What follows belongs to an exercise in optimizing a design on an open flow for small area, a short achievable clock period and few clock cycles per item; a production flow would make more cautious choices. No functional check of the RTL was part of any run shown here.

[design/flow/flow/run.sh]
#!/bin/bash
# The standard layout, with ORFS's repair_timing aiming at a setup slack
# margin of 8.5 ns, and buf_2 cells as the port buffers (the SDC, clock period
# and all other settings unchanged).
set -euo pipefail
export SETUP_SLACK_MARGIN=8.5
export BUFFER_PORTS_ARGS="-buffer_cell sky130_fd_sc_hd__buf_2"
bash standard.sh > standard_flow.log 2>&1
[design/flow/standard.sh]
#!/bin/bash
# synth_recipe.tcl (not shown) runs the flow's synth.tcl, then flattens the netlist and writes it again
# the make line also repeats each setting of config.mk as NAME=value (left out here)
make -C /OpenROAD-flow-scripts/flow DESIGN_CONFIG=/design/flow/config.mk WORK_HOME=/design/flow/orfs CLKGATE_MAP_FILE= SYNTH_SCRIPT=/design/flow/synth_recipe.tcl "${@:-finish}"
[design/flow/config.mk]
export PLATFORM = sky130hd
export DESIGN_NAME = pagecode_dec
export DESIGN_NICKNAME = pagecode_dec
export VERILOG_FILES = /design/flow/design.v
export SDC_FILE = /design/flow/constraint.sdc
export NUM_CORES = 4
export LEC_CHECK = 0
export CAP_MARGIN = 20
export CORE_MARGIN = 2
export CORE_UTILIZATION = 40
export SLEW_MARGIN = 20
[design/flow/constraint.sdc]
create_clock -name core_clock -period 12.0 [get_ports {clk}]
set_input_delay 2.4000 -clock core_clock [delete_from_list [all_inputs] [get_ports {clk}]]
set_output_delay 2.4000 -clock core_clock [all_outputs]
set_load 0.01 [all_outputs]
[design/flow/design.v]
module pagecode_dec (
  input  wire        clk,
  input  wire        rst,
  input  wire        in_valid,
  input  wire [7:0]  in_data,
  output reg         in_ready,
  output reg         out_valid,
  output reg         out_clean,
  output reg         out_poison,
  output reg         out_ok,
  output reg  [2:0]  out_count,
  output reg  [31:0] out_pos,
  output reg  [31:0] out_val
);
  function automatic [7:0] gf_mul(input [7:0] a, input [7:0] b);
    integer i;
    reg [7:0] p, aa;
    begin
      p  = 8'h00;
      aa = a;
      for (i = 0; i < 8; i = i + 1) begin
        if (b[i]) p = p ^ aa;
        aa = {aa[6:0], 1'b0} ^ (aa[7] ? 8'h1d : 8'h00);
      end
      gf_mul = p;
    end
  endfunction
  function automatic [3:0] gf16_mul(input [3:0] a, input [3:0] b);
    reg [6:0] p;
    begin
      p = ({3'b0, a} & {7{b[0]}}) ^ ({2'b0, a, 1'b0} & {7{b[1]}}) ^
          ({1'b0, a, 2'b0} & {7{b[2]}}) ^ ({a, 3'b0} & {7{b[3]}});
      gf16_mul = p[3:0] ^ {p[6:4], 1'b0} ^ {1'b0, p[6:4]};
    end
  endfunction
  function automatic [11:0] gf_inv1(input [7:0] a);
    reg [7:0] c;
    reg [3:0] a1, a0, sq, s0;
    begin
      c[0] = a[0] ^ a[2] ^ a[4] ^ a[5] ^ a[6] ^ a[7];
      c[1] = a[2] ^ a[6] ^ a[7];
      c[2] = a[1] ^ a[2] ^ a[3] ^ a[4];
      c[3] = a[1] ^ a[4] ^ a[5] ^ a[6] ^ a[7];
      c[4] = a[2] ^ a[4] ^ a[5] ^ a[6] ^ a[7];
      c[5] = a[2] ^ a[5] ^ a[6];
      c[6] = a[1] ^ a[3] ^ a[4] ^ a[5];
      c[7] = a[5];
      a1 = c[7:4]; a0 = c[3:0];
      sq[0] = a1[0];
      sq[1] = a1[1] ^ a1[3];
      sq[2] = a1[3];
      sq[3] = a1[0] ^ a1[2];
      s0[0] = a0[0] ^ a0[2];
      s0[1] = a0[2];
      s0[2] = a0[1] ^ a0[3];
      s0[3] = a0[3];
      gf_inv1 = {a1, a0 ^ a1, sq ^ s0 ^ gf16_mul(a1, a0)};
    end
  endfunction
  function automatic [7:0] gf_inv2(input [11:0] h);
    reg [7:0] c, o;
    reg [3:0] di;
    begin
      case (h[3:0])
        4'd0: di = 4'd0;
        4'd1: di = 4'd1;
        4'd2: di = 4'd9;
        4'd3: di = 4'd14;
        4'd4: di = 4'd13;
        4'd5: di = 4'd11;
        4'd6: di = 4'd7;
        4'd7: di = 4'd6;
        4'd8: di = 4'd15;
        4'd9: di = 4'd2;
        4'd10: di = 4'd12;
        4'd11: di = 4'd5;
        4'd12: di = 4'd10;
        4'd13: di = 4'd4;
        4'd14: di = 4'd3;
        4'd15: di = 4'd8;
        default: di = 4'd0;
      endcase
      c = {gf16_mul(h[11:8], di), gf16_mul(h[7:4], di)};
      o[0] = c[0] ^ c[4];
      o[1] = c[2] ^ c[3] ^ c[4] ^ c[6] ^ c[7];
      o[2] = c[2] ^ c[6] ^ c[7];
      o[3] = c[1] ^ c[2] ^ c[3] ^ c[7];
      o[4] = c[1] ^ c[4] ^ c[7];
      o[5] = c[7];
      o[6] = c[2] ^ c[5] ^ c[6];
      o[7] = c[1] ^ c[5] ^ c[7];
      gf_inv2 = o;
    end
  endfunction
  localparam [7:0] AM1 = 8'h8e, AM2 = 8'h47, AM3 = 8'had, AM4 = 8'hd8;
  localparam [63:0] SP = 64'h32_8b_76_67_53_26_e2_00;
  localparam [2:0] D_IDLE = 3'd0, D_F = 3'd1, D_UPD = 3'd2, D_DISC = 3'd3,
                   D_OMG = 3'd4, D_CHN = 3'd5, D_DRN = 3'd6, D_FIN = 3'd7;
  integer i;
  reg        vin;               
  reg  [7:0] din;               
  reg  [7:0] cnt;               
  reg  [7:0] syn [0:7];
  wire first = (cnt == 8'd0);
  wire last  = (cnt == 8'd135);
  wire take  = in_valid && in_ready;
  wire load  = vin && last;
  reg [7:0] syn_nx [0:7];
  always @(*) begin
    for (i = 0; i < 8; i = i + 1)
      syn_nx[i] = (first ? 8'h00 : gf_mul(syn[i], 8'h01 << i)) ^ din;
  end
  wire [7:0] cnt_nx = vin ? (last ? 8'd0 : cnt + 8'd1) : cnt;
  wire       c134    = vin ? (cnt == 8'd133) : (cnt == 8'd134);
  wire       c135    = vin ? (cnt == 8'd134) : last;
  wire       last_nx = take ? c134 : c135;
  always @(posedge clk) begin
    din <= in_data;
    if (rst) begin
      vin <= 1'b0;
      cnt <= 8'd0;
    end else begin
      vin <= take;
      cnt <= cnt_nx;
    end
    if (vin)
      for (i = 0; i < 8; i = i + 1)
        syn[i] <= syn_nx[i];
  end
  reg  [2:0] st;
  reg  [7:0] S    [0:7];        
  reg  [7:0] lam  [0:3];        
  reg  [7:0] bs   [0:3];        
  reg  [7:0] ma, mb;            
  reg  [7:0] binv;              
  reg  [7:0] dacc;              
  reg  [7:0] iv;                
  reg  [11:0] ih;               
  reg  [7:0] ovr;               
  reg  [2:0] sx;                
  reg  [1:0] lx;                
  reg  [2:0] r;                 
  reg  [2:0] k;                 
  reg  [2:0] L;
  reg        fail;              
  reg        lch;               
  reg        clean_f, pois_f;
  reg  [6:0] q;                 
  reg        hid;               
  reg        pa, pb, pc;        
  reg  [1:0] sa, sb, sc;        
  reg  [2:0] nroot;
  reg        fin_d;             
  wire [7:0] p    = gf_mul(ma, mb);
  wire [7:0] ssel = S[sx];
  wire [7:0] lsel = lam[lx];
  wire [7:0] i2   = gf_inv2(ih);                    
  wire s_zero = (S[0] | S[1] | S[2] | S[3] | S[4] | S[5] | S[6] | S[7]) == 8'h00;
  wire s_pois = {S[7], S[6], S[5], S[4], S[3], S[2], S[1], S[0]} == SP;
  wire       d_nz  = (ma != 8'h00);
  wire       lc    = d_nz && ({L, 1'b0} <= {1'b0, r});
  wire [3:0] lnew  = {1'b0, r} + 4'd1 - {1'b0, L};
  wire [2:0] r1    = r + 3'd1;
  wire [2:0] kmx1  = r1[2] ? 3'd4 : r1;             
  wire [2:0] jmax  = (r == 3'd1) ? 3'd3 : 3'd4;     
  wire [1:0] k1    = k[1:0] - 2'd1;                 
  wire [1:0] k2    = k[1:0] - 2'd2;
  wire       kfirst = r[2] ? (k == 3'd4) : (k == r);
  wire [7:0] acc   = (kfirst ? 8'h00 : dacc) ^ p;
  wire [7:0] ll0 = gf_mul(lam[0], AM1);
  wire [7:0] ll1 = gf_mul(lam[1], AM2);
  wire [7:0] ll2 = gf_mul(lam[2], AM3);
  wire [7:0] ll3 = gf_mul(lam[3], AM4);
  wire [7:0] ol1 = gf_mul(bs[1], AM1);
  wire [7:0] ol2 = gf_mul(bs[2], AM2);
  wire [7:0] ol3 = gf_mul(bs[3], AM3);
  wire [7:0] ln0 = gf_mul(ll0, AM1);                
  wire [7:0] ln1 = gf_mul(ll1, AM2);
  wire [7:0] ln2 = gf_mul(ll2, AM3);
  wire [7:0] ln3 = gf_mul(ll3, AM4);
  wire       cadv = (st == D_CHN) && adv;
  wire [7:0] lv_hi = cadv ? 8'h01 ^ ln0 ^ ln1 ^ ln2 ^ ln3
                          : 8'h01 ^ lam[0] ^ lam[1] ^ lam[2] ^ lam[3];
  wire [7:0] lv_lo = cadv ? 8'h01 ^ gf_mul(lam[0], 8'had) ^ gf_mul(lam[1], 8'h36) ^
                            gf_mul(lam[2], 8'hcf) ^ gf_mul(lam[3], 8'h7d)
                          : 8'h01 ^ ll0 ^ ll1 ^ ll2 ^ ll3;    
  reg        rz_hi, rz_lo;
  wire       rt_hi = rz_hi && !hid;
  wire       rt_lo = rz_lo;
  wire [7:0] dv_hi = lam[0] ^ lam[2];
  wire [7:0] dv_lo = ll0 ^ ll2;
  wire [7:0] ov_hi = bs[0] ^ bs[1] ^ bs[2] ^ bs[3];
  wire [7:0] ov_lo = bs[0] ^ ol1 ^ ol2 ^ ol3;
  wire       rt    = (st == D_CHN) && (rt_hi || rt_lo);
  wire       adv   = !(rt_hi && rt_lo);
  wire [1:0] slot  = L[1:0] - 2'd1 - nroot[1:0];
  wire       ok_dec = !clean_f && !fail && (nroot == L);
  reg  [2:0] st_nx;
  always @(*) begin
    st_nx = st;
    case (st)
      D_F:    if (r == 3'd0) st_nx = s_zero ? D_FIN : D_DISC;
              else if (lc && lnew > 4'd4) st_nx = D_FIN;
              else st_nx = D_UPD;
      D_UPD:  if (k == 3'd1) st_nx = (r == 3'd7) ? D_OMG : D_DISC;
      D_DISC: if (k == 3'd1) st_nx = D_F;
      D_OMG:  if (k == 3'd1 && r == 3'd1) st_nx = D_CHN;
      D_CHN:  if (adv && q == 7'd0) st_nx = D_DRN;
      D_DRN:  if (!pa && !pb) st_nx = D_FIN;
      D_FIN:  st_nx = D_IDLE;
      default: ;
    endcase
    if (load) st_nx = D_F;
  end
  always @(posedge clk) begin
    if (rst) begin
      st        <= D_IDLE;
      fin_d     <= 1'b0;
      out_valid <= 1'b0;
      in_ready  <= 1'b1;
    end else begin
      st        <= st_nx;
      fin_d     <= (st == D_FIN);
      out_valid <= fin_d;
      in_ready  <= !last_nx || (st == D_IDLE && !load) || (st == D_FIN) ||
                   (st == D_DRN && !pa && !pb);
    end
  end
  always @(posedge clk) begin
    ih <= gf_inv1(iv);
    case (st)
      D_F: begin
        if (r == 3'd0) begin
          clean_f <= s_zero;
          pois_f  <= s_pois;
          lam[0]  <= ma;
          if (!d_nz) begin
            bs[0] <= 8'h00;
            bs[1] <= 8'h01;
          end
          L   <= {2'b00, d_nz};
          lch <= d_nz;
          mb  <= ssel;                                
          sx  <= 3'd1;
          r   <= 3'd1;
          k   <= 3'd1;
        end else begin
          iv  <= ma;
          lch <= lc;
          if (lc)
            L <= lnew[2:0];
          if (lc && lnew > 4'd4)
            fail <= 1'b1;
          ma  <= p;
          mb  <= bs[jmax[1:0] - 2'd1];
          sx  <= (r[2] && r != 3'd7) ? r - 3'd3 : 3'd0;   
          lx  <= (r == 3'd7) ? 2'd2 : (r[2] || r == 3'd3) ? 2'd3 : r[1:0];
          k   <= jmax;
        end
      end
      D_UPD: begin
        lam[k1] <= lam[k1] ^ p;
        if (r == 3'd7)
          bs[k1] <= S[k1];                            
        else if (k == 3'd1)
          bs[0] <= {7'd0, lch};
        else
          bs[k1] <= lch ? lam[k2] : bs[k2];
        if (k == 3'd1) begin
          if (lch)
            binv <= i2;                               
          ma <= lsel;
          mb <= ssel;
          sx <= sx + 3'd1;
          lx <= lx - 2'd1;
          r  <= (r == 3'd7) ? 3'd3 : r1;
          k  <= (r == 3'd7) ? 3'd3 : kmx1;
        end else begin
          mb <= bs[k2];
          k  <= k - 3'd1;
        end
      end
      D_DISC: begin
        dacc <= acc;
        if (r == 3'd1 && lch)
          binv <= i2;                                 
        if (k == 3'd1) begin
          ma <= acc ^ ssel;                           
          mb <= (r == 3'd1 && lch) ? i2 : binv;
        end else begin
          ma <= lsel;
          mb <= ssel;
          sx <= sx + 3'd1;
          lx <= lx - 2'd1;
          k  <= k - 3'd1;
        end
      end
      D_OMG: begin
        bs[r[1:0]] <= bs[r[1:0]] ^ p;
        ma <= lsel;
        mb <= ssel;
        if (k == 3'd1) begin
          sx <= 3'd1;
          lx <= r[1:0] - 2'd3;
          r  <= r - 3'd1;
          k  <= r - 3'd1;
          q  <= 7'd67;
        end else begin
          sx <= (k == 3'd2) ? 3'd0 : sx + 3'd1;
          lx <= (k == 3'd2) ? r[1:0] - 2'd2 : lx - 2'd1;
          k  <= k - 3'd1;
        end
      end
      D_CHN: begin
        if (rt) begin
          iv       <= rt_hi ? dv_hi : dv_lo;
          dacc     <= rt_hi ? ov_hi : ov_lo;
          S[slot]  <= {q, rt_hi};
          sa       <= slot;
          nroot    <= nroot + 3'd1;
        end
        hid <= !adv;
        if (adv) begin
          lam[0] <= ln0;
          lam[1] <= ln1;
          lam[2] <= ln2;
          lam[3] <= ln3;
          bs[1]  <= gf_mul(ol1, AM1);
          bs[2]  <= gf_mul(ol2, AM2);
          bs[3]  <= gf_mul(ol3, AM3);
          q      <= q - 7'd1;
        end
      end
      default: ;
    endcase
    rz_hi <= (lv_hi == 8'h00);
    rz_lo <= (lv_lo == 8'h00);
    pa <= rt;
    pb <= pa;
    pc <= pb;
    if (pa) begin
      ovr <= dacc;
      sb  <= sa;
    end
    if (pb) begin
      ma <= ovr;
      mb <= i2;
      sc <= sb;
    end
    if (pc)
      S[3'd4 + sc] <= p;
    if (st == D_FIN)
      for (i = 0; i < 4; i = i + 1)
        if (!(ok_dec && i < L)) begin
          S[i]     <= 8'h00;
          S[i + 4] <= 8'h00;
        end
    if (load) begin
      for (i = 0; i < 8; i = i + 1)
        S[i] <= syn_nx[i];
      for (i = 0; i < 4; i = i + 1) begin
        lam[i] <= 8'h00;
        bs[i]  <= (i == 0) ? 8'h01 : 8'h00;
      end
      binv  <= 8'h01;
      ma    <= syn_nx[0];
      iv    <= syn_nx[0];
      sx    <= 3'd0;
      L     <= 3'd0;
      r     <= 3'd0;
      fail  <= 1'b0;
      hid   <= 1'b0;
      pa    <= 1'b0;
      pb    <= 1'b0;
      pc    <= 1'b0;
      nroot <= 3'd0;
    end
  end
  always @(posedge clk) begin
    out_pos    <= {S[3], S[2], S[1], S[0]};
    out_val    <= {S[7], S[6], S[5], S[4]};
    out_clean  <= clean_f;
    out_poison <= pois_f;
    out_ok     <= clean_f || ok_dec;
    out_count  <= ok_dec ? L : 3'd0;
  end
endmodule
==> out/qor.json, run 1 <==
{
  "dr.first_iter.drc_count": 2214,
  "port_buffers": 82,
  "crit_path_max_fanout": 1,
  "worst_reg2reg_path_depth": 9,
  "critPathKind": "register to primary output",
  "fp-row-count": 90,
  "async_reset_ff_share_pct": 0,
  "drv_slew": 0,
  "drive_above_1_share_pct": 14.7,
  "first_pass_iters": 5,
  "slowest_delay_ps": 360,
  "synth_sequential_area_ratio_pct": 40.9,
  "worst_path_max_delay_cell": "sky130_fd_sc_hd__dfxtp_4",
  "global_route.usage.total_pct": 25.3,
  "post_drt_wl_per_cell_um": 24.8,
  "grt_max_degree": 86,
  "synth_area_per_cell_um2": 9.82,
  "max-clock-path-buffers": 3,
  "core_region_area_mm2": 0.0601,
  "area_growth_syn_to_layout_pct": 12.7,
  "die_y_extent_um": 250,
  "io_pins": 83,
  "min_period_ps": 3490,
  "critPathTopFamily": "flip-flops",
  "via_count_of_the_first_global_routing_pass": 18600,
  "max_freq_mhz": 287,
  "tns_ps": 0,
  "cts_sinks": 392,
  "postRouteWirelength_um": 81300,
  "grt_pass1_wl_um": 120000,
  "die_width_um": 250,
  "synth_cell_types": 71,
  "crit_path_start": "out_pos[28]$_DFF_P_",
  "critPathRequiredTime_ps": 9600,
  "report.final.hold_viol_count": 0,
  "nets": 2513,
  "rr_endpoint": "bs[2][6]$_SDFFE_PP0P_",
  "route.detailed.vias_per_inst": 5.89,
  "post_synth_instance_area_mm2": 0.0242,
  "path_cells": "buf_6",
  "reg2reg_slack_ps": 8660,
  "total_drc_errors_in_the_routed_layout": 0,
  "vias": 19300,
  "number_of_stages_on_the_worst_setup_path": 1,
  "htree_num_levels": 2,
  "insertedDiodeCount": 0,
  "number_of_flops_mapped_to_enable_cells_by_yosys": 205,
  "setup_viol": 0,
  "grt_setup_unrepaired": "yes",
  "cts-root-buf": "sky130_fd_sc_hd__clkbuf_16",
  "final.period_utilization_pct": 29.1,
  "tightest_pin_transition_ps": 1050,
  "synth.largest_area_cell": "sky130_fd_sc_hd__edfxtp_1",
  "postSynthRegisterBits": 392,
  "result_of_the_run": "finished clean",
  "start_util_pct": 40.3,
  "hold_path.class": "register to register",
  "worstReg2RegStart": "k[0]$_DFFE_PP_",
  "cp_startpoint_kind": "register",
  "synth_area_leaders": "sky130_fd_sc_hd__edfxtp_1, sky130_fd_sc_hd__dfxtp_1, sky130_fd_sc_hd__xnor2_1",
  "path_clk_slew_ps": 60,
  "post-route-cell-area_mm2": 0.0273,
  "worstPathBufferInverterCount": 1,
  "drt.antenna.violating_nets": 0,
  "arrival_ps": 1090,
  "end_kind": "primary output",
  "antenna_found_initial": 5,
  "cts_inserted_buffers": 46,
  "timing.clock.skew_ps": 31.7,
  "drv.max_cap_violation_count": 0,
  "tritoncts": "done",
  "design.die.area_mm2": 0.0626,
  "slew-limit-headroom_pct": 30.0,
  "gp_congestion": 0.940,
  "syn-num-nets": 2516,
  "final_core_utilization_pct": 45.4,
  "cts_hold_repair.buffers": 0,
  "main_flop_type_after_synthesis": "sky130_fd_sc_hd__edfxtp_1",
  "worst_setup_path_endpoint": "out_pos[28]",
  "dp_hpwl_um": 57200,
  "synth.top_cell.area_share_pct": 25.4,
  "worst_skew_pair.late_latency_ps": 610,
  "post_dp_area_mm2": 0.0251,
  "netlist_instances": 2468,
  "residual_overflow_from_global_routing": 0,
  "synth-warning-count": 3
}
==> through the flow <==
stage                     setup WS, ps  cells  hold WS (ps)
after global placement            7560   3162           331
after global routing              8440   3285           389
after CTS                         8360   3274           371
after detailed placement          7410   3164           335
after floorplan                   8720   2468           323
final                             8510   3285           376
==> synth_stat cells, types with 26 or more instances <==
cell and n:
sky130_fd_sc_hd__a211oi_1 32, sky130_fd_sc_hd__a21oi_1 117, sky130_fd_sc_hd__a221oi_1 33, sky130_fd_sc_hd__buf_1 27, sky130_fd_sc_hd__clkbuf_1 149, sky130_fd_sc_hd__dfxtp_1 187, sky130_fd_sc_hd__edfxtp_1 205, sky130_fd_sc_hd__ha_1 36
sky130_fd_sc_hd__inv_1 38, sky130_fd_sc_hd__mux2i_1 27, sky130_fd_sc_hd__mux4_2 64, sky130_fd_sc_hd__nand2_1 304, sky130_fd_sc_hd__nand3_1 26, sky130_fd_sc_hd__nor2_1 197, sky130_fd_sc_hd__nor3_1 31, sky130_fd_sc_hd__o21ai_0 133
sky130_fd_sc_hd__xnor2_1 398, sky130_fd_sc_hd__xor2_1 174
==> cell usage in the layout (no fill, tap or decap), types with 36 or more instances in the layout <==
| master | n |
|---|---|
| sky130_fd_sc_hd__a21oi_1 | 112 |
| sky130_fd_sc_hd__buf_2 | 73 |
| sky130_fd_sc_hd__buf_4 | 56 |
| sky130_fd_sc_hd__clkbuf_16 | 50 |
| sky130_fd_sc_hd__dfxtp_1 | 173 |
| sky130_fd_sc_hd__edfxtp_1 | 205 |
| sky130_fd_sc_hd__ha_1 | 36 |
| sky130_fd_sc_hd__inv_1 | 36 |
| sky130_fd_sc_hd__mux4_2 | 64 |
| sky130_fd_sc_hd__nand2_1 | 301 |
| sky130_fd_sc_hd__nor2_1 | 194 |
| sky130_fd_sc_hd__o21ai_0 | 128 |
| sky130_fd_sc_hd__xnor2_1 | 390 |
| sky130_fd_sc_hd__xor2_1 | 171 |
==> state kept, by name, summed over array words and instances, names as in the netlist, 7 cells and up, named ones only <==
signal / cells
mb: 8
iv: 8
cnt: 8
ih: 8
lam: 32
dacc: 8
syn: 64
out_val: 32
q: 7
din: 8
ma: 8
ovr: 8
out_pos: 32
S: 64
bs: 32
binv: 8
==> worst min-delay path by stage <==
stage,startpoint,end,slack [ps],cells past startpoint
floorplan,pois_f$_DFFE_PP_,out_poison$_DFF_P_,320,0
global placement,pois_f$_DFFE_PP_,out_poison$_DFF_P_,330,0
detailed placement,pois_f$_DFFE_PP_,out_poison$_DFF_P_,340,0
CTS,pois_f$_DFFE_PP_,out_poison$_DFF_P_,370,0
global route,pois_f$_DFFE_PP_,out_poison$_DFF_P_,390,0
finish,pois_f$_DFFE_PP_,out_poison$_DFF_P_,380,0
==> worst register-to-register path, stage by stage (launching register included) <==
cell and delay [ps]:
sky130_fd_sc_hd__edfxtp_1 330, sky130_fd_sc_hd__clkbuf_8 410, sky130_fd_sc_hd__inv_1 260, sky130_fd_sc_hd__ha_1 340, sky130_fd_sc_hd__buf_4 360, sky130_fd_sc_hd__mux4_2 450, sky130_fd_sc_hd__o211ai_1 440, sky130_fd_sc_hd__a21bo_2 290
sky130_fd_sc_hd__a221oi_1 260, sky130_fd_sc_hd__nor2_1 70
==> cell type report <==
cell class	count	area, µm²
clock inverters	27	229
clock buffers	59	1330
inverters	38	146
fillers	5652	32800
repair buffers	141	953
multi-input cells	1846	13800
flip-flops and latches	392	9930
well taps	782	978
==> per-layer routing <==
layer	routed length, µm	global-route usage [%]
met5	0	0
met1	33500	34.8
met2	36700	39.4
met4	3060	9.29
met3	8080	5.29
==> timing repair <==
item                                   CTS  global route
setup buffers                           22            11
pin swaps                                3             2
endpoints found under the hold margin    0             0
setup endpoints to repair              203           121
gates resized for setup                 53            32
cloned                                   2             0
==> cells by family (layout without fill, tap and decap cells) <==
family | count (synthesis) | count (layout) | share of synthesized area [%]
muxes | 96 | 96 | 7.30
DFF | 392 | 392 | 40.9
AOI/OAI and AO/OA | 446 | 446 | 11.5
and+or+nand+nor | 669 | 671 | 11.9
xor gates and xnor gates | 595 | 595 | 22.7
buffers and inverters | 232 | 265 | 3.70
adders and majority gates | 38 | 38 | 1.98
==> run 2: changes to the inputs <==
--- a/design/flow/design.v
+++ b/design/flow/design.v
@@ -138,3 +138,2 @@
   reg  [11:0] ih;               
-  reg  [7:0] ovr;               
   reg  [2:0] sx;                
@@ -157,4 +156,6 @@
   wire [7:0] i2   = gf_inv2(ih);                    
-  wire s_zero = (S[0] | S[1] | S[2] | S[3] | S[4] | S[5] | S[6] | S[7]) == 8'h00;
-  wire s_pois = {S[7], S[6], S[5], S[4], S[3], S[2], S[1], S[0]} == SP;
+  wire s_zero = (syn_nx[0] | syn_nx[1] | syn_nx[2] | syn_nx[3] |
+                 syn_nx[4] | syn_nx[5] | syn_nx[6] | syn_nx[7]) == 8'h00;
+  wire s_pois = {syn_nx[7], syn_nx[6], syn_nx[5], syn_nx[4],
+                 syn_nx[3], syn_nx[2], syn_nx[1], syn_nx[0]} == SP;
   wire       d_nz  = (ma != 8'h00);
@@ -176,15 +177,6 @@
   wire [7:0] ol3 = gf_mul(bs[3], AM3);
-  wire [7:0] ln0 = gf_mul(ll0, AM1);                
-  wire [7:0] ln1 = gf_mul(ll1, AM2);
-  wire [7:0] ln2 = gf_mul(ll2, AM3);
-  wire [7:0] ln3 = gf_mul(ll3, AM4);
-  wire       cadv = (st == D_CHN) && adv;
-  wire [7:0] lv_hi = cadv ? 8'h01 ^ ln0 ^ ln1 ^ ln2 ^ ln3
-                          : 8'h01 ^ lam[0] ^ lam[1] ^ lam[2] ^ lam[3];
-  wire [7:0] lv_lo = cadv ? 8'h01 ^ gf_mul(lam[0], 8'had) ^ gf_mul(lam[1], 8'h36) ^
-                            gf_mul(lam[2], 8'hcf) ^ gf_mul(lam[3], 8'h7d)
-                          : 8'h01 ^ ll0 ^ ll1 ^ ll2 ^ ll3;    
-  reg        rz_hi, rz_lo;
-  wire       rt_hi = rz_hi && !hid;
-  wire       rt_lo = rz_lo;
+  wire [7:0] lv_hi = 8'h01 ^ lam[0] ^ lam[1] ^ lam[2] ^ lam[3];
+  wire [7:0] lv_lo = 8'h01 ^ ll0 ^ ll1 ^ ll2 ^ ll3;
+  wire       rt_hi = (lv_hi == 8'h00) && !hid;
+  wire       rt_lo = (lv_lo == 8'h00);
   wire [7:0] dv_hi = lam[0] ^ lam[2];
@@ -201,3 +193,3 @@
     case (st)
-      D_F:    if (r == 3'd0) st_nx = s_zero ? D_FIN : D_DISC;
+      D_F:    if (r == 3'd0) st_nx = clean_f ? D_FIN : D_DISC;
               else if (lc && lnew > 4'd4) st_nx = D_FIN;
@@ -233,4 +225,2 @@
         if (r == 3'd0) begin
-          clean_f <= s_zero;
-          pois_f  <= s_pois;
           lam[0]  <= ma;
@@ -255,3 +245,3 @@
           mb  <= bs[jmax[1:0] - 2'd1];
-          sx  <= (r[2] && r != 3'd7) ? r - 3'd3 : 3'd0;   
+          sx  <= (r == 3'd7) ? 3'd3 : r[2] ? r - 3'd3 : 3'd0;
           lx  <= (r == 3'd7) ? 2'd2 : (r[2] || r == 3'd3) ? 2'd3 : r[1:0];
@@ -263,3 +253,3 @@
         if (r == 3'd7)
-          bs[k1] <= S[k1];                            
+          bs[k1] <= ssel;                             
         else if (k == 3'd1)
@@ -280,2 +270,4 @@
           k  <= k - 3'd1;
+          if (r == 3'd7)
+            sx <= sx - 3'd1;
         end
@@ -323,6 +315,6 @@
         if (adv) begin
-          lam[0] <= ln0;
-          lam[1] <= ln1;
-          lam[2] <= ln2;
-          lam[3] <= ln3;
+          lam[0] <= gf_mul(ll0, AM1);
+          lam[1] <= gf_mul(ll1, AM2);
+          lam[2] <= gf_mul(ll2, AM3);
+          lam[3] <= gf_mul(ll3, AM4);
           bs[1]  <= gf_mul(ol1, AM1);
@@ -335,4 +327,2 @@
     endcase
-    rz_hi <= (lv_hi == 8'h00);
-    rz_lo <= (lv_lo == 8'h00);
     pa <= rt;
@@ -341,7 +331,7 @@
     if (pa) begin
-      ovr <= dacc;
-      sb  <= sa;
+      binv <= dacc;
+      sb   <= sa;
     end
     if (pb) begin
-      ma <= ovr;
+      ma <= binv;
       mb <= i2;
@@ -365,2 +355,4 @@
       binv  <= 8'h01;
+      clean_f <= s_zero;
+      pois_f  <= s_pois;
       ma    <= syn_nx[0];
==> run 2 against run 1 <==
Effect of this change:
- hold slack worse by 6.0 ps
- critical path type is now register to register
- clock-buffer cell count rose by 4
- via count increased by 2.5%
- die area increased by 0.14%
- highest routed layer unchanged
- critical endpoint is now ma[5]$_DFFE_PP_
==> out/qor.json, run 2 <==
{
  "antenna_found_initial": {"value": 1, "change": "was 5"},
  "first_pass_iters": {"value": 8, "change": "was 5"},
  "postRouteWirelength": {"value": 79700, "unit": "µm", "change": "was 81,300 µm"},
  "route.detailed.vias_per_inst": {"value": 5.98, "change": "was 5.89"},
  "final.fill_count": {"value": 5657, "change": "was 5,652"},
  "synth.largest_area_cell": {"value": "sky130_fd_sc_hd__edfxtp_1", "change": "unchanged"},
  "die_y_extent": {"value": 250, "unit": "µm", "change": "about the same"},
  "insertedDiodeCount": {"value": 0, "change": "unchanged"},
  "path_clk_slew": {"value": 60, "unit": "ps", "change": "about the same"},
  "main_flop_type_after_synthesis": {"value": "sky130_fd_sc_hd__edfxtp_1", "change": "unchanged"},
  "number_of_flops_mapped_to_enable_cells_by_yosys": {"value": 197, "change": "was 205"},
  "grt_pass1_wl": {"value": 118000, "unit": "µm", "change": "was 120,000 µm"},
  "max_freq": {"value": 287, "unit": "MHz", "change": "about the same"},
  "fp-row-count": {"value": 90, "change": "unchanged"},
  "drv_slew": {"value": 0, "change": "unchanged"},
  "worst_skew_pair.late_latency": {"value": 600, "unit": "ps", "change": "was 610 ps"},
  "end_kind": {"value": "register", "change": "was primary output"},
  "result_of_the_run": {"value": "finished clean", "change": "unchanged"},
  "tns": {"value": 0, "unit": "ps", "change": "unchanged"},
  "total_drc_errors_in_the_routed_layout": {"value": 0, "change": "unchanged"},
  "postSynthRegisterBits": {"value": 382, "change": "was 392"},
  "nets": {"value": 2550, "change": "was 2,513"},
  "htree_num_levels": {"value": 2, "change": "unchanged"},
  "port_buffers": {"value": 82, "change": "unchanged"},
  "dr.first_iter.drc_count": {"value": 2450, "change": "was 2,214"},
  "drv.max_cap_violation_count": {"value": 0, "change": "unchanged"},
  "slew-limit-headroom": {"value": 33.2, "unit": "%", "change": "was 30.0%"},
  "synth.top_cell.area_share": {"value": 24.4, "unit": "%", "change": "was 25.4%"},
  "async_reset_ff_share": {"value": 0, "unit": "%", "change": "unchanged"},
  "post-synth-top-count-cell": {"value": "sky130_fd_sc_hd__xnor2_1", "change": "unchanged"},
  "die_width": {"value": 250, "unit": "µm", "change": "about the same"},
  "arrival": {"value": 3920, "unit": "ps", "change": "was 1090 ps"},
  "cts_inserted_buffers": {"value": 43, "change": "was 46"},
  "io_pins": {"value": 83, "change": "unchanged"},
  "gp_congestion": {"value": 0.937, "change": "was 0.940"},
  "multi_input_area": {"value": 0.0138, "unit": "mm²", "change": "about the same"},
  "min_period": {"value": 3480, "unit": "ps", "change": "was 3490 ps"},
  "post-route-cell-area": {"value": 0.0273, "unit": "mm²", "change": "about the same"},
  "netlist_instances": {"value": 2501, "change": "was 2,468"},
  "layout.cells.most_common": {"value": "sky130_fd_sc_hd__xnor2_1", "change": "unchanged"},
  "start_util": {"value": 40.4, "unit": "%", "change": "was 40.3%"},
  "final.period_utilization": {"value": 29.0, "unit": "%", "change": "was 29.1%"},
  "global_route.usage.total": {"value": 24.7, "unit": "%", "change": "was 25.3%"},
  "critPathKind": {"value": "register to register", "change": "was register to primary output"},
  "crit_path_max_fanout": {"value": 11, "change": "was 1"},
  "synth-warning-count": {"value": 3, "change": "unchanged"},
  "max-clock-path-buffers": {"value": 3, "change": "unchanged"},
  "area_growth_syn_to_layout": {"value": 12.6, "unit": "%", "change": "was 12.7%"},
  "reg_top3": {"value": "S (64), syn (64)", "change": "unchanged"},
  "syn-num-nets": {"value": 2550, "change": "was 2,516"},
  "post_drt_wl_per_cell": {"value": 24.0, "unit": "µm", "change": "was 24.8 µm"},
  "final.hold.worst_slack": {"value": 370, "unit": "ps", "change": "was 376 ps"},
  "seqCellArea": {"value": 0.00964, "unit": "mm²", "change": "was 0.00993 mm²"},
  "grt_max_degree": {"value": 85, "change": "was 86"},
  "cts-root-buf": {"value": "sky130_fd_sc_hd__clkbuf_16", "change": "unchanged"},
  "synth_sequential_area_ratio": {"value": 39.6, "unit": "%", "change": "was 40.9%"},
  "cp_startpoint_kind": {"value": "register", "change": "unchanged"},
  "vias": {"value": 19800, "change": "was 19,300"},
  "ys_top_cells_by_count": {"value": "sky130_fd_sc_hd__xnor2_1, sky130_fd_sc_hd__nand2_1, sky130_fd_sc_hd__edfxtp_1", "change": "unchanged"},
  "grt_setup_unrepaired": {"value": "yes", "change": "unchanged"},
  "timing.clock.skew": {"value": 21.7, "unit": "ps", "change": "was 31.7 ps"},
  "core_region_area": {"value": 0.0601, "unit": "mm²", "change": "unchanged"},
  "post_synth_instance_area": {"value": 0.0243, "unit": "mm²", "change": "was 0.0242 mm²"},
  "setup_viol": {"value": 0, "change": "unchanged"},
  "report.final.hold_viol_count": {"value": 0, "change": "unchanged"},
  "critPathRequiredTime": {"value": 12430, "unit": "ps", "change": "was 9600 ps"},
  "via_count_of_the_first_global_routing_pass": {"value": 18400, "change": "was 18,600"},
  "post_dp_area": {"value": 0.0251, "unit": "mm²", "change": "about the same"},
  "drive_above_1_share": {"value": 15.5, "unit": "%", "change": "was 14.7%"},
  "tritoncts": {"value": "done", "change": "unchanged"},
  "synth_cell_types": {"value": 86, "change": "was 71"},
  "hold_path.class": {"value": "register to register", "change": "unchanged"},
  "residual_overflow_from_global_routing": {"value": 0, "change": "unchanged"},
  "design.die.area": {"value": 0.0627, "unit": "mm²", "change": "was 0.0626 mm²"},
  "tightest_pin_transition": {"value": 974, "unit": "ps", "change": "was 1050 ps"},
  "most-common-layout-cells": {"value": "sky130_fd_sc_hd__xnor2_1, sky130_fd_sc_hd__nand2_1, sky130_fd_sc_hd__edfxtp_1, sky130_fd_sc_hd__nor2_1, sky130_fd_sc_hd__dfxtp_1", "change": "unchanged"},
  "synth_area_per_cell": {"value": 9.70, "unit": "µm²", "change": "was 9.82 µm²"},
  "drt.antenna.violating_nets": {"value": 0, "change": "unchanged"},
  "cts_sinks": {"value": 382, "change": "was 392"},
  "dp_hpwl": {"value": 56900, "unit": "µm", "change": "was 57,200 µm"},
  "synth_area_leaders": {"value": "sky130_fd_sc_hd__edfxtp_1, sky130_fd_sc_hd__dfxtp_1, sky130_fd_sc_hd__xnor2_1", "change": "unchanged"}
}
-- run 2: changes by cell type in the layout (fill, tap and decap cells not counted), moves of 10 or more --
cell and change:
sky130_fd_sc_hd__a221oi_1 -19, sky130_fd_sc_hd__a31oi_1 +10, sky130_fd_sc_hd__inv_1 +37, sky130_fd_sc_hd__nor2_1 -13
sky130_fd_sc_hd__o22ai_1 +19, sky130_fd_sc_hd__nor4_1 -11, sky130_fd_sc_hd__mux2i_1 +11, sky130_fd_sc_hd__buf_4 +12
sky130_fd_sc_hd__xnor2_1 -70, sky130_fd_sc_hd__xor2_1 -33, sky130_fd_sc_hd__nand3_1 +12, sky130_fd_sc_hd__nor3_1 +10
sky130_fd_sc_hd__a211oi_1 +14, sky130_fd_sc_hd__a221o_1 +12
-- run 2: metrics by stage --
step,setup WS (ps),instances,util (%)
after global placement,7780,3197,41.7
final,8520,3318,45.5
after detailed placement,7620,3197,41.7
after floorplan,8700,2501,-
after CTS,8500,3294,44.8
after global routing,8420,3318,45.5
-- run 2: kinds of logic after synthesis --
group | share of synthesized area, %
AO/OA/AOI/OAI | 13.6
adder cells (fa/ha/maj) | 2.03
XOR/XNOR | 20.3
multiplexers | 7.32
AND/OR/NAND/NOR | 12.4
flip-flops | 39.6
buffers and inverters | 4.74
-- run 2: cell type report --
type                    count  area share (%)
repair buffers            160            4.01
inverters                  76            1.06
clock buffers              63            4.86
clock inverters            17           0.851
flip-flops and latches    382            35.3
well taps                 782            3.58
multi-input cells        1838            50.4
-- run 2: what timing repair did --
action	4_1_cts	5_1_grt
endpoints found under the setup margin	178	148
hold buffers	0	0
pin swaps	0	5
buffers inserted	17	24
gates resized for setup	34	41
-- run 2: final timing paths --
path | startpoint | to | slack [ps] | cells past startpoint
worst max register to register | register | ma[5]$_DFFE_PP_ | 8520 | 8
worst min register to register | S[7][6]$_DFFE_PP_ | out_val[30]$_DFF_P_ | 370 | 0
worst max-delay path | register | ma[5]$_DFFE_PP_ | 8520 | 8
worst min-delay path | S[7][6]$_DFFE_PP_ | out_val[30]$_DFF_P_ | 370 | 0
-- run 2: metal layers --
metal	wire length [µm]	global-route usage, %	vias to the layer above
met4	2820	8.31	0
li1	-	-	8788
met2	35800	38.6	1079
met3	7010	4.32	189
met5	0	0	-
met1	34100	34.5	9779
-- run 2: critical path: stages, from the launching register on --
cell,delay (ps)
sky130_fd_sc_hd__dfxtp_1,830
sky130_fd_sc_hd__mux4_2,400
sky130_fd_sc_hd__mux2i_1,770
sky130_fd_sc_hd__inv_1,290
sky130_fd_sc_hd__xnor2_1,220
sky130_fd_sc_hd__or3_1,330
sky130_fd_sc_hd__a31oi_1,180
sky130_fd_sc_hd__o221ai_1,160
sky130_fd_sc_hd__o21ai_0,120
==> run 3: changes to the inputs <==
--- a/design/flow/design.v
+++ b/design/flow/design.v
@@ -11,4 +11,4 @@
   output reg  [2:0]  out_count,
-  output reg  [31:0] out_pos,
-  output reg  [31:0] out_val
+  output wire [31:0] out_pos,
+  output wire [31:0] out_val
 );
@@ -151,3 +151,2 @@
   reg  [2:0] nroot;
-  reg        fin_d;             
   wire [7:0] p    = gf_mul(ma, mb);
@@ -209,3 +208,2 @@
       st        <= D_IDLE;
-      fin_d     <= 1'b0;
       out_valid <= 1'b0;
@@ -214,4 +212,3 @@
       st        <= st_nx;
-      fin_d     <= (st == D_FIN);
-      out_valid <= fin_d;
+      out_valid <= (st == D_FIN);
       in_ready  <= !last_nx || (st == D_IDLE && !load) || (st == D_FIN) ||
@@ -370,5 +367,5 @@
   end
+  assign out_pos = {S[3], S[2], S[1], S[0]};
+  assign out_val = {S[7], S[6], S[5], S[4]};
   always @(posedge clk) begin
-    out_pos    <= {S[3], S[2], S[1], S[0]};
-    out_val    <= {S[7], S[6], S[5], S[4]};
     out_clean  <= clean_f;
==> run 3 against run 2 <==
Effect of this change:
- still clean on timing, DRC and antenna
- routed wire length is 2.6% higher
- clock-buffer cell count is 16 lower
- via count is 2.0% lower
- hold slack better by 48 ps
- global-route usage is 2.3 points higher
- critical path depth is 7 lower
- first-iteration DRC count is 2.9% higher
- sequential share of layout area is 3.2 points lower
- setup slack worse by 160 ps
- register-to-register slack better by 20 ps
==> out/qor.json, run 3 <==
{
  "ys_top_cells_by_count": {"value": "sky130_fd_sc_hd__xnor2_1, sky130_fd_sc_hd__nand2_1, sky130_fd_sc_hd__edfxtp_1", "change": "unchanged"},
  "result_of_the_run": {"value": "finished clean", "change": "unchanged"},
  "timing.clock.skew": {"value": 24.2, "unit": "ps", "change": "was 21.7 ps"},
  "max_freq": {"value": 274, "unit": "MHz", "change": "was 287 MHz"},
  "worst_skew_pair.late_latency": {"value": 560, "unit": "ps", "change": "was 600 ps"},
  "grt_setup_unrepaired": {"value": "yes", "change": "unchanged"},
  "cp_startpoint_kind": {"value": "register", "change": "unchanged"},
  "layout.cells.most_common": {"value": "sky130_fd_sc_hd__xnor2_1", "change": "unchanged"},
  "port_buffers": {"value": 82, "change": "unchanged"},
  "cts_sinks": {"value": 317, "change": "was 382"},
  "total_drc_errors_in_the_routed_layout": {"value": 0, "change": "unchanged"},
  "main_flop_type_after_synthesis": {"value": "sky130_fd_sc_hd__edfxtp_1", "change": "unchanged"},
  "arrival": {"value": 1240, "unit": "ps", "change": "was 3920 ps"},
  "io_pins": {"value": 83, "change": "unchanged"},
  "antenna_found_initial": {"value": 2, "change": "was 1"},
  "final_core_utilization": {"value": 45.2, "unit": "%", "change": "was 45.5%"},
  "dp_hpwl": {"value": 58100, "unit": "µm", "change": "was 56,900 µm"},
  "die_width": {"value": 245, "unit": "µm", "change": "was 250 µm"},
  "nets": {"value": 2495, "change": "was 2,550"},
  "tightest_pin_transition": {"value": 1010, "unit": "ps", "change": "was 974 ps"},
  "start_util": {"value": 40.3, "unit": "%", "change": "was 40.4%"},
  "tritoncts": {"value": "done", "change": "unchanged"},
  "design.die.area": {"value": 0.0598, "unit": "mm²", "change": "was 0.0627 mm²"},
  "final.fill_count": {"value": 5465, "change": "was 5,657"},
  "drv_slew": {"value": 0, "change": "unchanged"},
  "area_growth_syn_to_layout": {"value": 12.3, "unit": "%", "change": "was 12.6%"},
  "most-common-layout-cells": {"value": "sky130_fd_sc_hd__xnor2_1, sky130_fd_sc_hd__nand2_1, sky130_fd_sc_hd__edfxtp_1, sky130_fd_sc_hd__nor2_1, sky130_fd_sc_hd__xor2_1", "change": "was sky130_fd_sc_hd__xnor2_1, sky130_fd_sc_hd__nand2_1, sky130_fd_sc_hd__edfxtp_1, sky130_fd_sc_hd__nor2_1, sky130_fd_sc_hd__dfxtp_1"},
  "postSynthRegisterBits": {"value": 317, "change": "was 382"},
  "min_period": {"value": 3640, "unit": "ps", "change": "was 3480 ps"},
  "synth_area_leaders": {"value": "sky130_fd_sc_hd__edfxtp_1, sky130_fd_sc_hd__xnor2_1, sky130_fd_sc_hd__dfxtp_1", "change": "was sky130_fd_sc_hd__edfxtp_1, sky130_fd_sc_hd__dfxtp_1, sky130_fd_sc_hd__xnor2_1"},
  "drive_above_1_share": {"value": 16.0, "unit": "%", "change": "was 15.5%"},
  "end_kind": {"value": "primary output", "change": "was register"},
  "worstPathBufferInverterCount": {"value": 1, "change": "unchanged"},
  "cts_inserted_buffers": {"value": 38, "change": "was 43"},
  "slew-limit-headroom": {"value": 32.6, "unit": "%", "change": "was 33.2%"},
  "final.period_utilization": {"value": 30.4, "unit": "%", "change": "was 29.0%"},
  "die_y_extent": {"value": 245, "unit": "µm", "change": "was 250 µm"},
  "first_pass_iters": {"value": 9, "change": "was 8"},
  "drt.antenna.violating_nets": {"value": 0, "change": "unchanged"},
  "pre_cts_slack": {"value": 7450, "unit": "ps", "change": "was 7620 ps"},
  "post_drt_wl_per_cell": {"value": 25.2, "unit": "µm", "change": "was 24.0 µm"},
  "async_reset_ff_share": {"value": 0, "unit": "%", "change": "unchanged"},
  "path_clk_slew": {"value": 60, "unit": "ps", "change": "about the same"},
  "synth.top_cell.area_share": {"value": 25.5, "unit": "%", "change": "was 24.4%"},
  "global_route.usage.total": {"value": 26.9, "unit": "%", "change": "was 24.7%"},
  "vias": {"value": 19400, "change": "was 19,800"},
  "synth.largest_area_cell": {"value": "sky130_fd_sc_hd__edfxtp_1", "change": "unchanged"},
  "critPathKind": {"value": "register to primary output", "change": "was register to register"},
  "htree_num_levels": {"value": 2, "change": "unchanged"},
  "drv.max_cap_violation_count": {"value": 0, "change": "unchanged"},
  "grt_pass1_wl": {"value": 121000, "unit": "µm", "change": "was 118,000 µm"},
  "synth-warning-count": {"value": 3, "change": "unchanged"},
  "via_count_of_the_first_global_routing_pass": {"value": 18300, "change": "was 18,400"},
  "route.detailed.vias_per_inst": {"value": 6.00, "change": "was 5.98"},
  "dr.first_iter.drc_count": {"value": 2521, "change": "was 2,450"},
  "tns": {"value": 0, "unit": "ps", "change": "unchanged"},
  "path_cells": {"value": "buf_2", "change": "was mux4_2 -> mux2i_1 -> inv_1 -> xnor2_1 -> or3_1 -> a31oi_1 -> o221ai_1 -> o21ai_0"},
  "fp-row-count": {"value": 88, "change": "was 90"},
  "post-synth-top-count-cell": {"value": "sky130_fd_sc_hd__xnor2_1", "change": "unchanged"},
  "report.final.hold_viol_count": {"value": 0, "change": "unchanged"},
  "critPathRequiredTime": {"value": 9600, "unit": "ps", "change": "was 12,430 ps"},
  "cts-root-buf": {"value": "sky130_fd_sc_hd__clkbuf_16", "change": "unchanged"},
  "synth_sequential_area_ratio": {"value": 35.9, "unit": "%", "change": "was 39.6%"},
  "number_of_flops_mapped_to_enable_cells_by_yosys": {"value": 197, "change": "unchanged"},
  "gp_congestion": {"value": 0.946, "change": "was 0.937"},
  "core_region_area": {"value": 0.0575, "unit": "mm²", "change": "was 0.0601 mm²"},
  "insertedDiodeCount": {"value": 0, "change": "unchanged"},
  "synth_cell_types": {"value": 84, "change": "was 86"},
  "residual_overflow_from_global_routing": {"value": 0, "change": "unchanged"},
  "worst_path_max_delay_cell": {"value": "sky130_fd_sc_hd__edfxtp_1", "change": "was sky130_fd_sc_hd__dfxtp_1"},
  "critPathTopFamily": {"value": "flip-flops", "change": "was multiplexers"},
  "reg_top3": {"value": "S (64), syn (64)", "change": "unchanged"},
  "hold_path.class": {"value": "register to register", "change": "unchanged"},
  "grt_max_degree": {"value": 58, "change": "was 85"},
  "timing.final.ws_setup": {"value": 8360, "unit": "ps", "change": "was 8520 ps"},
  "post_synth_instance_area": {"value": 0.0232, "unit": "mm²", "change": "was 0.0243 mm²"},
  "max-clock-path-buffers": {"value": 3, "change": "unchanged"},
  "setup_viol": {"value": 0, "change": "unchanged"},
  "slowest_delay": {"value": 500, "unit": "ps", "change": "was 830 ps"},
  "postRouteWirelength": {"value": 81700, "unit": "µm", "change": "was 79,700 µm"},
  "syn-num-nets": {"value": 2483, "change": "was 2,550"},
  "final.hold.worst_slack": {"value": 418, "unit": "ps", "change": "was 370 ps"},
  "synth_area_per_cell": {"value": 9.51, "unit": "µm²", "change": "was 9.70 µm²"},
  "netlist_instances": {"value": 2435, "change": "was 2,501"},
  "crit_path_max_fanout": {"value": 2, "change": "was 11"}
}
-- run 3: cell count changes after synthesis, sizes merged, moves of 8 or more --
cell and delta:
a211oi -19, a31oi +11, dfxtp -65, mux2i +8, nand2b +16, nand3 +9, nor2 -8, o21ai -33
o31ai +10, xnor2 -36, xnor3 +19
-- run 3: layout make-up --
class / instances / area (µm²) / share of cell area, %
sequential: 317 / 8330 / 32.0
tap: 765 / 957 / 3.68
inverter: 82 / 313 / 1.20
multi-input combinational: 1829 / 14000 / 53.7
clock buffer: 47 / 1010 / 3.88
timing repair buffer: 179 / 1220 / 4.70
clock inverter: 22 / 203 / 0.779
-- run 3: stage by stage --
stage | instance area (µm²) | std cells
floorplan | 23200 | 2435
finish | 26000 | 3241
CTS | 25800 | 3227
global route | 26000 | 3241
global placement | 24000 | 3110
detailed placement | 24000 | 3110
-- run 3: repair_timing --
item                                    4_1_cts  5_1_grt
pin swaps                                     2        4
gates cloned                                  1        0
gates resized for setup                      39       29
hold buffers                                  0        0
setup buffers                                47       14
endpoints found under the setup margin      289      185
-- run 3: cells by family (layout without fill, tap and decap cells) --
kind of cell,after synthesis,in the layout,synth area share (%)
adder cells (fa/ha/maj),38,38,2.07
AO/OA/AOI/OAI,484,484,13.5
buffers and inverters,290,330,5.08
flip-flops,317,317,35.9
AND/OR/NAND/NOR,701,702,13.7
multiplexers,119,119,8.41
XOR/XNOR,486,486,21.4
-- run 3: per-layer routing --
layer  part of all wire [%]  up-vias  GRT usage, %  wire, µm
met5                      0        -             0         0
met4                    3.5        0          9.38      2830
met3                     11      163          5.04      8670
met2                     44     1122          40.5     35900
met1                     42     9532          38.6     34300
li1                       -     8619             -         -
-- run 3: path summary, 6_finish.rpt --
path / startpoint / endpoint / slack [ps] / cells past startpoint
hold / removal: sa[0]$_DFFE_PP_ / sb[0]$_DFFE_PP_ / 420 / 0
setup reg to reg: cnt[0]$_SDFFE_PP0P_ / S[4][0]$_DFFE_PP_ / 8540 / 8
setup / recovery: S[5][4]$_DFFE_PP_ / out_val[12] / 8360 / 1
hold reg to reg: sa[0]$_DFFE_PP_ / sb[0]$_DFFE_PP_ / 420 / 0
==> run 4: changes to the inputs <==
--- a/design/flow/config.mk
+++ b/design/flow/config.mk
@@ -9,3 +9,3 @@
 export CORE_MARGIN = 2
-export CORE_UTILIZATION = 40
+export CORE_UTILIZATION = 55
 export SLEW_MARGIN = 20
==> run 4 against run 3 <==
Effect of this change:
- setup slack got worse by 7.2 ps
- first-iteration DRC count fell by 6.2%
- cell count fell by 7.6%
==> out/qor.json, run 4 <==
{
  "cp_startpoint_kind": {"value": "register", "change": "unchanged"},
  "grt_max_degree": {"value": 72, "change": "was 58"},
  "global_route.usage.total": {"value": 35.2, "unit": "%", "change": "was 26.9%"},
  "rr_endpoint": {"value": "lam[0][0]$_SDFFE_PP0P_", "change": "was S[4][0]$_DFFE_PP_"},
  "antenna_found_initial": {"value": 1, "change": "was 2"},
  "most-common-layout-cells": {"value": "sky130_fd_sc_hd__nand2_1, sky130_fd_sc_hd__xnor2_1, sky130_fd_sc_hd__edfxtp_1, sky130_fd_sc_hd__nor2_1, sky130_fd_sc_hd__xor2_1", "change": "was sky130_fd_sc_hd__xnor2_1, sky130_fd_sc_hd__nand2_1, sky130_fd_sc_hd__edfxtp_1, sky130_fd_sc_hd__nor2_1, sky130_fd_sc_hd__xor2_1"},
  "cts_sinks": {"value": 317, "change": "unchanged"},
  "synth_area_leaders": {"value": "sky130_fd_sc_hd__edfxtp_1, sky130_fd_sc_hd__xnor2_1, sky130_fd_sc_hd__dfxtp_1", "change": "unchanged"},
  "grt_pass1_wl": {"value": 116000, "unit": "µm", "change": "was 121,000 µm"},
  "synth_sequential_area_ratio": {"value": 35.9, "unit": "%", "change": "unchanged"},
  "port_buffers": {"value": 82, "change": "unchanged"},
  "fp-row-count": {"value": 75, "change": "was 88"},
  "die_width": {"value": 209, "unit": "µm", "change": "was 245 µm"},
  "number_of_flops_mapped_to_enable_cells_by_yosys": {"value": 197, "change": "unchanged"},
  "synth.top_cell.area_share": {"value": 25.5, "unit": "%", "change": "unchanged"},
  "postRouteWirelength": {"value": 77800, "unit": "µm", "change": "was 81,700 µm"},
  "layout.cells.most_common": {"value": "sky130_fd_sc_hd__nand2_1", "change": "was sky130_fd_sc_hd__xnor2_1"},
  "start_util": {"value": 55.5, "unit": "%", "change": "was 40.3%"},
  "main_flop_type_after_synthesis": {"value": "sky130_fd_sc_hd__edfxtp_1", "change": "unchanged"},
  "report.final.hold_viol_count": {"value": 0, "change": "unchanged"},
  "critPathTopFamily": {"value": "flip-flops", "change": "unchanged"},
  "hold_path.class": {"value": "register to register", "change": "unchanged"},
  "async_reset_ff_share": {"value": 0, "unit": "%", "change": "unchanged"},
  "ys_top_cells_by_count": {"value": "sky130_fd_sc_hd__xnor2_1, sky130_fd_sc_hd__nand2_1, sky130_fd_sc_hd__edfxtp_1", "change": "unchanged"},
  "reg_top3": {"value": "S (64), syn (64)", "change": "unchanged"},
  "cts_inserted_buffers": {"value": 38, "change": "unchanged"},
  "hold_path.startpoint": {"value": "pois_f$_DFFE_PP_", "change": "was sa[0]$_DFFE_PP_"},
  "synth_cell_types": {"value": 84, "change": "unchanged"},
  "worst_path_max_delay_cell": {"value": "sky130_fd_sc_hd__edfxtp_1", "change": "unchanged"},
  "slowest_delay": {"value": 500, "unit": "ps", "change": "about the same"},
  "critPathRequiredTime": {"value": 9600, "unit": "ps", "change": "about the same"},
  "seqCellArea": {"value": 0.00833, "unit": "mm²", "change": "about the same"},
  "core_region_area": {"value": 0.0418, "unit": "mm²", "change": "was 0.0575 mm²"},
  "area_growth_syn_to_layout": {"value": 10.9, "unit": "%", "change": "was 12.3%"},
  "min_period": {"value": 3650, "unit": "ps", "change": "was 3640 ps"},
  "max-clock-path-buffers": {"value": 3, "change": "unchanged"},
  "final.fill_count": {"value": 3627, "change": "was 5,465"},
  "tightest_pin_transition": {"value": 1200, "unit": "ps", "change": "was 1010 ps"},
  "worstPathBufferInverterCount": {"value": 1, "change": "unchanged"},
  "via_count_of_the_first_global_routing_pass": {"value": 18200, "change": "was 18,300"},
  "io_pins": {"value": 83, "change": "unchanged"},
  "synth.largest_area_cell": {"value": "sky130_fd_sc_hd__edfxtp_1", "change": "unchanged"},
  "syn-num-nets": {"value": 2483, "change": "unchanged"},
  "route.detailed.vias_per_inst": {"value": 6.45, "change": "was 6.00"},
  "drv_slew": {"value": 0, "change": "unchanged"},
  "worst_reg2reg_path_depth": {"value": 8, "change": "unchanged"},
  "design.die.area": {"value": 0.0438, "unit": "mm²", "change": "was 0.0598 mm²"},
  "postSynthRegisterBits": {"value": 317, "change": "unchanged"},
  "post_drt_wl_per_cell": {"value": 26.0, "unit": "µm", "change": "was 25.2 µm"},
  "reg2reg_slack": {"value": 8460, "unit": "ps", "change": "was 8540 ps"},
  "synth_area_per_cell": {"value": 9.51, "unit": "µm²", "change": "unchanged"},
  "first_pass_iters": {"value": 6, "change": "was 9"},
  "max_freq": {"value": 274, "unit": "MHz", "change": "about the same"},
  "post_synth_instance_area": {"value": 0.0232, "unit": "mm²", "change": "unchanged"},
  "timing.hold.worst_path_depth": {"value": 0, "change": "unchanged"},
  "dp_hpwl": {"value": 55600, "unit": "µm", "change": "was 58,100 µm"},
  "vias": {"value": 19300, "change": "was 19,400"},
  "post_dp_area": {"value": 0.0237, "unit": "mm²", "change": "was 0.0240 mm²"},
  "grt_setup_unrepaired": {"value": "yes", "change": "unchanged"},
  "worstReg2RegStart": {"value": "ma[6]$_DFFE_PP_", "change": "was cnt[0]$_SDFFE_PP0P_"},
  "final_core_utilization": {"value": 61.5, "unit": "%", "change": "was 45.2%"},
  "dr.first_iter.drc_count": {"value": 2365, "change": "was 2,521"},
  "critPathKind": {"value": "register to primary output", "change": "unchanged"},
  "crit_path_max_fanout": {"value": 2, "change": "unchanged"},
  "slew-limit-headroom": {"value": 19.7, "unit": "%", "change": "was 32.6%"},
  "drv.max_cap_violation_count": {"value": 0, "change": "unchanged"},
  "total_drc_errors_in_the_routed_layout": {"value": 0, "change": "unchanged"},
  "netlist_instances": {"value": 2435, "change": "unchanged"},
  "nets": {"value": 2474, "change": "was 2,495"},
  "path_cells": {"value": "buf_2", "change": "unchanged"},
  "timing.clock.skew": {"value": 21.1, "unit": "ps", "change": "was 24.2 ps"},
  "setup_viol": {"value": 0, "change": "unchanged"},
  "arrival": {"value": 1250, "unit": "ps", "change": "was 1240 ps"},
  "htree_num_levels": {"value": 2, "change": "unchanged"},
  "multi_input_area": {"value": 0.0140, "unit": "mm²", "change": "about the same"},
  "residual_overflow_from_global_routing": {"value": 0, "change": "unchanged"},
  "path_clk_slew": {"value": 60, "unit": "ps", "change": "about the same"},
  "cts-root-buf": {"value": "sky130_fd_sc_hd__clkbuf_16", "change": "unchanged"},
  "die_y_extent": {"value": 209, "unit": "µm", "change": "was 245 µm"},
  "sink_of_the_worst_hold_path": {"value": "out_poison$_DFF_P_", "change": "was sb[0]$_DFFE_PP_"},
  "tritoncts": {"value": "done", "change": "unchanged"},
  "post-route-cell-area": {"value": 0.0257, "unit": "mm²", "change": "was 0.0260 mm²"},
  "result_of_the_run": {"value": "finished clean", "change": "unchanged"},
  "drt.antenna.violating_nets": {"value": 0, "change": "unchanged"},
  "gp_congestion": {"value": 0.991, "change": "was 0.946"},
  "drive_above_1_share": {"value": 15.4, "unit": "%", "change": "was 16.0%"},
  "cts_hold_repair.buffers": {"value": 0, "change": "unchanged"},
  "synth-warning-count": {"value": 3, "change": "unchanged"},
  "end_kind": {"value": "primary output", "change": "unchanged"},
  "worst_skew_pair.late_latency": {"value": 580, "unit": "ps", "change": "was 560 ps"},
  "final.period_utilization": {"value": 30.4, "unit": "%", "change": "about the same"},
  "post-synth-top-count-cell": {"value": "sky130_fd_sc_hd__xnor2_1", "change": "unchanged"},
  "tns": {"value": 0, "unit": "ps", "change": "unchanged"}
}
[run 4: cell counts after synthesis]
Identical to the previous run, type by type.
[run 4: repair_timing]
item | in CTS | in global routing
endpoints found under the hold margin | 0 | 0
pin swaps | 1 | 2
setup endpoints to repair | 298 | 176
resized for setup | 41 | 44
buffers inserted | 33 | 8
[run 4: per-stage QoR]
stage	worst slack [ps]	cells	hold WS, ps
final	8350	2996	352
after global routing	8330	2995	364
after floorplan	8580	2435	323
after global placement	7610	2884	334
after detailed placement	7550	2884	348
after CTS	8330	2987	354
[run 4: how the worst max path moves through the flow]
stage	from	to	cells after the start
after global placement	vin$_SDFF_PP0_	ma[7]$_DFFE_PP_	9
after floorplan	k[1]$_DFFE_PP_	bs[3][1]$_DFFE_PP_	14
after detailed placement	vin$_SDFF_PP0_	S[6][1]$_DFFE_PP_	7
after CTS	S[0][4]$_DFFE_PP_	out_pos[4]	1
final	S[0][4]$_DFFE_PP_	out_pos[4]	1
after global routing	S[0][4]$_DFFE_PP_	out_pos[4]	1
[run 4: cell type report]
class	instances	share of cell area, %
antenna	1	0.00975
clock buffer	52	4.15
clock inverter	18	0.702
inverter	82	1.23
multi-input combinational	1828	54.6
sequential	317	32.5
tap	539	2.63
timing repair buffer	159	4.22
[run 4: metal layers]
layer	up-vias	track usage [%]	routed length, µm
li1	8586	-	-
met1	9395	47.9	31200
met2	1090	55.4	35300
met3	245	6.25	7340
met4	2	15.7	3950
met5	-	0	13
[run 4: cell families after synthesis]
family	after synthesis	share of synthesized area [%]
muxes	119	8.41
AOI/OAI and AO/OA	484	13.5
xor gates and xnor gates	486	21.4
and+or+nand+nor	701	13.7
DFF	317	35.9
adders and majority gates	38	2.07
buffers and inverters	290	5.08
==> run 5: changes to the inputs <==
--- a/design/flow/config.mk
+++ b/design/flow/config.mk
@@ -9,3 +9,5 @@
 export CORE_MARGIN = 2
-export CORE_UTILIZATION = 55
+export CORE_UTILIZATION = 40
+export CTS_CLUSTER_DIAMETER = 80
+export CTS_CLUSTER_SIZE = 20
 export SLEW_MARGIN = 20
==> run 5 against run 4 <==
Effect of this change:
- non-clock buffer count increased by 17
- critical path depth unchanged
- sequential cell count unchanged
- highest routed layer is now met4
- register-to-register slack improved by 120 ps
- routed wire length increased by 5.2%
- via count increased by 0.17%
- clock-buffer cell count decreased by 19
- sequential share of layout area decreased by 0.088 points
- setup slack got worse by 16 ps
- global-route usage decreased by 8.5 points
- hold slack improved by 69 ps
==> out/qor.json, run 5 <==
{
  "result_of_the_run": {"value": "finished clean", "change": "unchanged"},
  "io_pins": {"value": 83, "change": "unchanged"},
  "final_core_utilization": {"value": 44.8, "unit": "%", "change": "was 61.5%"},
  "global_route.usage.total": {"value": 26.8, "unit": "%", "change": "was 35.2%"},
  "max-clock-path-buffers": {"value": 3, "change": "unchanged"},
  "multi_input_area": {"value": 0.0140, "unit": "mm²", "change": "about the same"},
  "tns": {"value": 0, "unit": "ps", "change": "unchanged"},
  "async_reset_ff_share": {"value": 0, "unit": "%", "change": "unchanged"},
  "postRouteWirelength": {"value": 81800, "unit": "µm", "change": "was 77,800 µm"},
  "antenna_found_initial": {"value": 2, "change": "was 1"},
  "main_flop_type_after_synthesis": {"value": "sky130_fd_sc_hd__edfxtp_1", "change": "unchanged"},
  "postSynthRegisterBits": {"value": 317, "change": "unchanged"},
  "layout.cells.most_common": {"value": "sky130_fd_sc_hd__nand2_1", "change": "unchanged"},
  "arrival": {"value": 1270, "unit": "ps", "change": "was 1250 ps"},
  "first_pass_iters": {"value": 6, "change": "unchanged"},
  "tightest_pin_transition": {"value": 1090, "unit": "ps", "change": "was 1200 ps"},
  "grt_max_degree": {"value": 58, "change": "was 72"},
  "final.fill_count": {"value": 5479, "change": "was 3,627"},
  "reg_top3": {"value": "S (64), syn (64)", "change": "unchanged"},
  "slowest_delay": {"value": 490, "unit": "ps", "change": "was 500 ps"},
  "most-common-layout-cells": {"value": "sky130_fd_sc_hd__nand2_1, sky130_fd_sc_hd__xnor2_1, sky130_fd_sc_hd__edfxtp_1, sky130_fd_sc_hd__nor2_1, sky130_fd_sc_hd__xor2_1", "change": "unchanged"},
  "critPathRequiredTime": {"value": 9600, "unit": "ps", "change": "about the same"}
}
## run 5: logic make-up (layout without fill, tap and decap cells)
group           count (synthesis)  after routing  synth area share, %
compound gates                484            484                 13.5
xor+xnor                      486            486                 21.4
fa+ha+maj                      38             38                 2.07
buf+inv                       290            306                 5.08
flops                         317            317                 35.9
mux                           119            119                 8.41
other cells                     0              1                    0
simple gates                  701            703                 13.7
## run 5: worst paths after layout
path	start	to	depth (start not counted)
worst min register to register	sa[0]$_DFFE_PP_	sb[0]$_DFFE_PP_	0
worst max-delay path	S[5][4]$_DFFE_PP_	out_val[12]	1
worst max register to register	ma[6]$_DFFE_PP_	ma[7]$_DFFE_PP_	8
worst min-delay path	sa[0]$_DFFE_PP_	sb[0]$_DFFE_PP_	0
## run 5: through the flow
step	hold WS [ps]	instances	setup WS, ps	area (µm²)
floorplan	323	2435	8580	23200
global placement	406	3110	7600	24000
detailed placement	408	3110	7450	24000
CTS	423	3208	8320	25500
global route	431	3218	8300	25700
finish	421	3219	8330	25700
## run 5: what timing repair did
action                     CTS  global route
buffers inserted            49             9
gates cloned                 1             1
setup endpoints to repair  291           194
resized for setup           39            38
pin swaps                    2             3
## run 5: per-layer routing
| metal | vias up | part of all wire (%) |
|---|---|---|
| met3 | 142 | 10 |
| met5 | - | 0 |
| met2 | 1094 | 44 |
| met1 | 9517 | 43 |
| met4 | 0 | 3.2 |
| li1 | 8598 | - |
## run 5: worst reg2reg max path: stages, from the launching register on
cell	delay, ps
sky130_fd_sc_hd__edfxtp_1	540
sky130_fd_sc_hd__xor2_2	450
sky130_fd_sc_hd__xnor2_1	260
sky130_fd_sc_hd__nand2_1	130
sky130_fd_sc_hd__xnor3_1	420
sky130_fd_sc_hd__xor2_2	670
sky130_fd_sc_hd__xor3_1	560
sky130_fd_sc_hd__nand2_1	80
sky130_fd_sc_hd__a21oi_1	60
## run 5: area by class of cell
class / count / area share [%]
antenna: 1 / 0.00972
multi-input combinational: 1830 / 54.4
sequential: 317 / 32.4
inverter: 82 / 1.22
clock inverter: 15 / 0.841
clock buffer: 33 / 2.83
tap: 765 / 3.72
timing repair buffer: 176 / 4.60

==> port drivers added, routing unchanged <==
The results above use ideal ports. As a check the final layouts listed here were re-extracted and re-timed, cells and wires unchanged. Step 1 (the two cells are an assumption about what drives the block):
set clk [get_ports {clk}]
set_driving_cell -lib_cell sky130_fd_sc_hd__clkbuf_16 $clk
set_driving_cell -lib_cell sky130_fd_sc_hd__buf_2 [delete_from_list [all_inputs] $clk]
Step 2, shift: input delay + t, output delay - t, t = (earliest + latest rising clock arrival at the registers) / 2. This alone moves slack from input paths to output paths. Slacks: ideal ports / drivers / drivers and shift; pairs: ideal ports / drivers.
run | t, ns | slack for setup (ns) | worst slew at a driven data input, ns
run 1 | 0.656 | 8.511 / 8.449 / 8.656 | 0.04
run 2 | 0.656 | 8.516 / 8.479 / 8.516 | 0.04
run 3 | 0.613 | 8.355 / 8.289 / 8.537 | 0.03
run 4 | 0.625 | 8.348 / 8.289 / 8.465 | 0.04
run 5 | 0.646 | 8.332 / 8.269 / 8.579 | 0.03
After both steps setup and hold are still met in every run listed.
